Background: an optimization exercise with open tools, aiming at small area, a short achievable clock period and few clock cycles per item. Do not read the settings as production practice.
Only simulation tests tie the RTL to the original design; equivalence was not proved.

Setup of tundra:
==> flow/design.v <==
module mdu (
    input  wire        clk,
    input  wire        rst,         
    input  wire        in_valid,
    output wire        in_ready,
    input  wire [3:0]  in_op,
    input  wire [31:0] in_a,
    input  wire [31:0] in_b,
    input  wire [63:0] in_acc,      
    output reg         out_valid,
    output reg         out_fault,   
    output reg  [31:0] out_lo,
    output reg  [31:0] out_hi,
    output reg         out_n,
    output reg         out_z,
    output reg         out_v
);
    reg        rdy;               
    reg        hold;              
    reg        go;                
    reg [3:0]  i_op;
    reg [31:0] i_a, i_b;
    reg [63:0] i_acc;
    assign in_ready = rdy;
    wire accept = in_valid & rdy;
    reg        i_an, i_bn, i_as, i_ml;
    wire       in_sdiv = (in_op == 4'd10) | (in_op == 4'd12);
    always @(posedge clk)
        if (~hold) begin
            i_an  <= in_sdiv & in_a[31];
            i_bn  <= in_sdiv & in_b[31];
            i_as  <= (in_op != 4'd2) & in_a[31];
            i_ml  <= ~in_op[3] | (in_op[3:1] == 3'b100);    
            i_op  <= in_op;
            i_a   <= in_a;
            i_b   <= in_b;
            i_acc <= in_acc;
        end
    wire i_mul = i_ml;
    wire m1 = go & i_mul;         
    reg  m2;                      
    reg  fm;                      
    reg  [3:0]  f_op;
    reg  [65:0] ps, pc;           
    wire [34:0] ax   = {{3{i_as}}, i_a};
    wire        msub = (i_op == 4'd5) | (i_op == 4'd7) | (i_op == 4'd9);
    reg [65:0] init;
    always @(*) begin
        case (i_op)
            4'd4, 4'd5: init = {34'd0, i_acc[31:0]};
            4'd6, 4'd7: init = {{4{i_acc[31]}}, i_acc[31:0], {30{i_op[0]}}};   
            4'd8, 4'd9: init = {{2{i_acc[63]}}, i_acc};
            default:    init = 66'd0;
        endcase
    end
    wire [65:0] initx = init ^ {66{msub}};
    function [26:0] benc;
        input [18:0] w;
        integer k;
        begin
            for (k = 0; k < 9; k = k + 1) begin
                benc[3*k]   = w[2*k+1] ^ w[2*k];
                benc[3*k+1] = (w[2*k+2] & ~w[2*k+1] & ~w[2*k]) | (~w[2*k+2] & w[2*k+1] & w[2*k]);
                benc[3*k+2] = w[2*k+2] & ~(w[2*k+1] & w[2*k]);
            end
        end
    endfunction
    wire [35:0] in_bx = {{4{(in_op != 4'd2) & in_b[31]}}, in_b};
    reg  [26:0] bdig;
    always @(posedge clk)
        bdig <= rdy ? benc(in_bx[35:17]) : benc({i_b[17:0], 1'b0});
    reg  [65:0] row [0:8];
    reg  [65:0] negs;
    integer j, i;
    always @(*) begin
        negs = 66'd0;
        for (j = 0; j < 9; j = j + 1) begin : rows
            reg one, two, neg;
            reg [34:0] v;
            one = bdig[3*j];
            two = bdig[3*j+1];
            neg = bdig[3*j+2];
            for (i = 0; i < 35; i = i + 1)
                v[i] = ((one & ax[i]) | (two & (i > 0 ? ax[i-1] : 1'b0))) ^ neg;
            v[34] = ~v[34];
            row[j] = {31'd0, v} << (2*j);
            negs[2*j] = neg;
        end
    end
    wire [65:0] kn   = ((~(66'd87381 << 34)) + 66'd1) | negs;
    wire [65:0] s_in = m2 ? {ps[47:0], 18'd0} : {{18{initx[65]}}, initx[65:18]};
    wire [65:0] c_in = m2 ? {pc[47:0], initx[17:0]} : 66'd0;
    function [131:0] csa;     
        input [65:0] x, y, z;
        begin
            csa[131:66] = x ^ y ^ z;
            csa[65:0]   = {((x & y) | (x & z) | (y & z)), 1'b0};
        end
    endfunction
    wire [131:0] l1a = csa(row[0], row[1], row[2]);
    wire [131:0] l1b = csa(row[3], row[4], row[5]);
    wire [131:0] l1c = csa(row[6], row[7], row[8]);
    wire [131:0] l1d = csa(s_in, c_in, kn);
    wire [131:0] l2a = csa(l1a[131:66], l1a[65:0], l1b[131:66]);
    wire [131:0] l2b = csa(l1b[65:0], l1c[131:66], l1c[65:0]);
    wire [131:0] l3a = csa(l2a[131:66], l2a[65:0], l2b[131:66]);
    wire [131:0] l3b = csa(l2b[65:0], l1d[131:66], l1d[65:0]);
    wire [131:0] l4a = csa(l3a[131:66], l3a[65:0], l3b[131:66]);
    wire [131:0] l5a = csa(l4a[131:66], l4a[65:0], l3b[65:0]);
    always @(posedge clk) begin
        ps <= l5a[131:66];
        pc <= l5a[65:0];
    end
    wire [65:0] pq = ps + pc;
    wire        f_sub  = (f_op == 4'd5) | (f_op == 4'd7) | (f_op == 4'd9);
    wire [65:0] fp     = pq ^ {66{f_sub}};
    wire        f_wide = (f_op == 4'd8) | (f_op == 4'd9);
    wire        f_q    = (f_op == 4'd3) | (f_op == 4'd6) | (f_op == 4'd7);
    wire        f_hi   = (f_op == 4'd1) | (f_op == 4'd2);
    wire        ovq    = ~(&fp[65:61] | ~|fp[65:61]);
    wire        ovl    = ~(&fp[65:63] | ~|fp[65:63]);
    reg  [31:0] f_lo, f_hw;
    reg         f_v, f_z;
    always @(*) begin
        f_hw = fp[63:32];
        if (f_wide) begin
            f_v  = ovl;
            f_z  = ~ovl & (fp[63:0] == 64'd0);
            f_lo = ovl ? {32{~fp[65]}} : fp[31:0];
            f_hw = ovl ? {fp[65], {31{~fp[65]}}} : fp[63:32];
        end else if (f_q) begin
            f_v  = ovq;
            f_z  = ~ovq & (fp[61:30] == 32'd0);
            f_lo = ovq ? {fp[65], {31{~fp[65]}}} : fp[61:30];
        end else if (f_hi) begin
            f_v  = 1'b0;
            f_z  = (fp[63:32] == 32'd0);
            f_lo = fp[63:32];
        end else begin
            f_v  = 1'b0;
            f_z  = (fp[31:0] == 32'd0);
            f_lo = fp[31:0];
        end
    end
    wire f_n = f_wide ? f_hw[31] : f_lo[31];
    function [5:0] clz32;        
        input [31:0] v;
        reg   [2:0] c [0:3];
        reg   [3:0] z;
        integer i, k;
        begin
            for (i = 0; i < 4; i = i + 1) begin
                z[i] = (v[8*i +: 8] == 8'd0);
                c[i] = 3'd7;
                for (k = 0; k < 8; k = k + 1)
                    if (v[8*i + k]) c[i] = 7 - k;
            end
            if (!z[3])      clz32 = {3'd0, c[3]};
            else if (!z[2]) clz32 = {3'd1, c[2]};
            else if (!z[1]) clz32 = {3'd2, c[1]};
            else if (!z[0]) clz32 = {3'd3, c[0]};
            else            clz32 = 6'd32;
        end
    endfunction
    wire dp = go & ~i_mul;        
    reg  dbusy;                   
    reg  [4:0]  dcnt;             
    reg  fx;                      
    reg  d_sq;                    
    reg  sq_l;                    
    reg  d_rem;                   
    reg  d_neg;                   
    reg  d_dz;                    
    reg  [36:0] m;
    reg  [35:0] y;
    reg  [31:0] q;
    wire p_sq  = (i_op[3:1] == 3'b111);
    wire p_sgn = (i_op == 4'd10) | (i_op == 4'd12);
    wire p_rem = (i_op == 4'd12) | (i_op == 4'd13);
    wire a_neg = i_an;
    wire b_neg = i_bn;
    wire [31:0] am = a_neg ? -i_a : i_a;
    wire [31:0] bm = b_neg ? -i_b : i_b;
    wire [5:0]  ca_r = clz32(a_neg ? ~i_a : i_a);
    wire [5:0]  ca_e = ca_r - {5'd0, a_neg};
    wire [5:0]  cb_e = clz32(b_neg ? ~i_b : i_b);
    wire        p_dz = ~p_sq & (i_b == 32'd0);
    wire [5:0]  dd   = cb_e - ca_e;
    wire        dgo  = (cb_e >= ca_e) & ~p_dz;
    wire [5:0]  dsh  = dd | 6'd1;
    wire [4:0]  pairs = 5'd16 - {1'b0, ca_r[5:1]};
    wire        sq_z  = (i_op[0] & i_a[31]) | (i_a == 32'd0);
    wire [4:0]  sq_st = i_op[0] ? pairs + 5'd15 : pairs;    
    wire [5:0]  ssh   = {ca_r[5:1], 1'b0} + (sq_st[0] ? 6'd0 : 6'd2);
    wire [4:0]  n_iter = p_sq ? (sq_z ? 5'd1 : ({1'b0, sq_st[4:1]} + {4'd0, sq_st[0]}))
                              : (dgo ? ({1'b0, dsh[5:1]} + 5'd1) : 5'd1);
    wire        sq_n  = i_op[0] & i_a[31];
    wire [31:0] sh_in  = p_sq ? i_a : bm;
    wire [5:0]  sh_amt = p_sq ? ssh : dsh;
    wire [35:0] sh_out = {4'd0, sh_in} << sh_amt;
    wire [35:0] yh  = {1'b0, y[35:4], sq_l ? 3'b001 : y[3:1]};
    wire [35:0] yh5 = {1'b0, y[35:4], sq_l ? 3'b101 : y[3:1]};
    wire [37:0] t1  = {1'b0, m} - {2'b00, y};
    wire [37:0] t2b = {1'b0, m} - {2'b00, yh};
    wire [37:0] t2a = {1'b0, m} - {2'b00, y} - {2'b00, yh5};
    wire        b1  = ~t1[37];
    wire        b2  = b1 ? ~t2a[37] : ~t2b[37];
    wire [36:0] rn  = b1 ? (b2 ? t2a[36:0] : t1[36:0]) : (b2 ? t2b[36:0] : m);
    always @(posedge clk) begin
        if (dp) begin
            d_sq  <= p_sq;
            d_rem <= p_rem;
            d_neg <= p_rem ? a_neg : (a_neg ^ b_neg);
            d_dz  <= p_dz;
        end
        if (dp) begin
            m <= p_sq ? {33'd0, sh_out[33:30] & {4{~sq_n}}} : {5'd0, am};
            y <= p_sq ? 36'd4 : dgo ? sh_out : 36'h8_0000_0000;
            q <= p_sq ? {sh_out[29:0] & {30{~sq_n}}, 2'b00} : 32'd0;
        end else if (d_sq) begin
            m <= {rn[32:0], q[31:28]};
            y <= {y[33:4], b1, b2, 4'b0100};
            q <= {q[27:0], 4'd0};
        end else begin
            m <= rn;
            y <= {2'b00, y[35:2]};
            q <= {q[29:0], b1, b2};
        end
    end
    reg  [31:0] res;
    reg         r_neg, r_dz;
    always @(posedge clk) begin
        res   <= d_sq ? {y[33:4], b1, b2} : d_rem ? rn[31:0] : {q[29:0], b1, b2};
        r_neg <= d_neg;
        r_dz  <= d_dz;
    end
    wire [31:0] fix_r = r_neg ? -res : res;
    wire rdy_n = ~accept & (m1 ? 1'b1 :
                            dp ? (n_iter <= 5'd2) :
                            dbusy ? (dcnt <= 5'd3) : 1'b1);
    always @(posedge clk) begin
        if (rst) begin
            rdy       <= 1'b1;
            hold      <= 1'b0;
            sq_l      <= 1'b0;
            go        <= 1'b0;
            m2        <= 1'b0;
            fm        <= 1'b0;
            dbusy     <= 1'b0;
            fx        <= 1'b0;
            out_valid <= 1'b0;
        end else begin
            go  <= accept;
            m2  <= m1;
            fm  <= m2;
            fx  <= dbusy & (dcnt == 5'd1);
            if (dp) begin
                dbusy <= 1'b1;
                sq_l  <= p_sq;
                dcnt  <= n_iter;
            end else if (dbusy) begin
                dbusy <= (dcnt != 5'd1);
                sq_l  <= (dcnt != 5'd1) & sq_l;
                dcnt  <= dcnt - 5'd1;
            end
            rdy  <= rdy_n;
            hold <= ~rdy_n;
            out_valid <= fm | fx;
        end
    end
    always @(posedge clk) begin
        f_op <= i_op;
        out_fault <= ~fm & r_dz;
        out_lo    <= fm ? f_lo : fix_r;
        out_hi    <= f_hw;
        out_n     <= f_n;
        out_z     <= f_z;
        out_v     <= f_v;
    end
endmodule
clock: 18.0 ns
lec_check: 0
cap_margin: 20
core_margin: 2
core_utilization: 40
slew_margin: 20
standard.sh (not shown) runs the stock make flow with config.mk's settings and CLKGATE_MAP_FILE= SYNTH_SCRIPT=/design/flow/synth_recipe.tcl, a recipe that flattens the netlist after the stock synthesis.
==> flow/flow/run.sh <==
#!/bin/bash
set -e
export SETUP_SLACK_MARGIN=12.5
bash standard.sh > standard.log 2>&1
Testbench counts of tundra, summed over its fixed seeds: cycles 42,985, items 12,000.
Modified inputs, yarrow compared to tundra
--- a/flow/design.v
+++ b/flow/design.v
@@ -193,7 +193,6 @@
     wire [4:0]  sq_st = i_op[0] ? pairs + 5'd15 : pairs;    
     wire [5:0]  ssh   = {ca_r[5:1], 1'b0} + (sq_st[0] ? 6'd0 : 6'd2);
-    wire [4:0]  n_iter = p_sq ? (sq_z ? 5'd1 : ({1'b0, sq_st[4:1]} + {4'd0, sq_st[0]}))
-                              : (dgo ? ({1'b0, dsh[5:1]} + 5'd1) : 5'd1);
-    wire        sq_n  = i_op[0] & i_a[31];
+    wire [4:0]  n_iter = p_sq ? (sq_z ? 5'd0 : ({1'b0, sq_st[4:1]} + {4'd0, sq_st[0]}))
+                              : (dgo ? ({1'b0, dsh[5:1]} + 5'd1) : 5'd0);
     wire [31:0] sh_in  = p_sq ? i_a : bm;
     wire [5:0]  sh_amt = p_sq ? ssh : dsh;
@@ -215,7 +214,7 @@
         end
         if (dp) begin
-            m <= p_sq ? {33'd0, sh_out[33:30] & {4{~sq_n}}} : {5'd0, am};
-            y <= p_sq ? 36'd4 : dgo ? sh_out : 36'h8_0000_0000;
-            q <= p_sq ? {sh_out[29:0] & {30{~sq_n}}, 2'b00} : 32'd0;
+            m <= p_sq ? {33'd0, sh_out[33:30]} : {5'd0, am};
+            y <= p_sq ? 36'd4 : sh_out;
+            q <= p_sq ? {sh_out[29:0], 2'b00} : 32'd0;
         end else if (d_sq) begin
             m <= {rn[32:0], q[31:28]};
@@ -228,15 +227,9 @@
         end
     end
-    reg  [31:0] res;
-    reg         r_neg, r_dz;
-    always @(posedge clk) begin
-        res   <= d_sq ? {y[33:4], b1, b2} : d_rem ? rn[31:0] : {q[29:0], b1, b2};
-        r_neg <= d_neg;
-        r_dz  <= d_dz;
-    end
-    wire [31:0] fix_r = r_neg ? -res : res;
+    wire [31:0] fix_v = d_sq ? y[35:4] : d_rem ? m[31:0] : q;
+    wire [31:0] fix_r = d_neg ? -fix_v : fix_v;
     wire rdy_n = ~accept & (m1 ? 1'b1 :
-                            dp ? (n_iter <= 5'd2) :
-                            dbusy ? (dcnt <= 5'd3) : 1'b1);
+                            dp ? (n_iter <= 5'd1) :
+                            dbusy ? (dcnt <= 5'd2) : 1'b1);
     always @(posedge clk) begin
         if (rst) begin
@@ -254,8 +247,8 @@
             m2  <= m1;
             fm  <= m2;
-            fx  <= dbusy & (dcnt == 5'd1);
+            fx  <= (dp & (n_iter == 5'd0)) | (dbusy & (dcnt == 5'd1));
             if (dp) begin
-                dbusy <= 1'b1;
-                sq_l  <= p_sq;
+                dbusy <= (n_iter != 5'd0);
+                sq_l  <= (n_iter != 5'd0) & p_sq;
                 dcnt  <= n_iter;
             end else if (dbusy) begin
@@ -271,5 +264,5 @@
     always @(posedge clk) begin
         f_op <= i_op;
-        out_fault <= ~fm & r_dz;
+        out_fault <= ~fm & d_dz;
         out_lo    <= fm ? f_lo : fix_r;
         out_hi    <= f_hw;
==> results.txt <==
yarrow: full flow OK, the timing, design-rule and antenna checks passed. Summary: with tundra as the reference, count of distinct cell types in the synthesized netlist in yarrow moved up by more than 10%. HPWL after detailed placement: yarrow vs tundra up 3.4%. Summary of the comparison: clock buffer count is lower in yarrow, relative to tundra. Relative to tundra, fraction of standard cell area in multi-input logic has increased by 1.0 points in yarrow. yarrow vs tundra on final critical delay including setup and external delays: yarrow is the lower one.
Testbench counts of yarrow, summed over its fixed seeds: cycles 45,834, items 12,000.

port drivers added, routing unchanged:
How much do the figures lean on ideal ports? The routed layouts below were timed once more, with nothing changed but the port constraints. Step 1: set_driving_cell puts a clkbuf_16 on clk and a buf_2 on each other input, an assumption about the parent block. Step 2 adds t to the input delays and takes it off the output delays; t is the mean of the earliest and latest rising clock arrival at the registers after step 1. Input paths then give back, and output paths get back, about the clock's delay inside the block. a / b / c = ideal / step 1 / step 2; a / b = the first two.
| run | t (ns) | setup slack, ns | worst setup path at the end | worst data-port slew with drivers (ns) | cell pins on the clock port's net |
|---|---|---|---|---|---|
| tundra | 0.753 | 12.392 / 12.392 / 12.392 | register to register | 0.11 | 1 |
| yarrow | 0.750 | 12.538 / 12.538 / 12.314 | input to register | 0.05 | 1 |
After both steps setup and hold are still met in every run listed. For yarrow, which loses most, drivers alone change the setup slack by 0.000 ns; drivers and shift together by -0.224 ns.
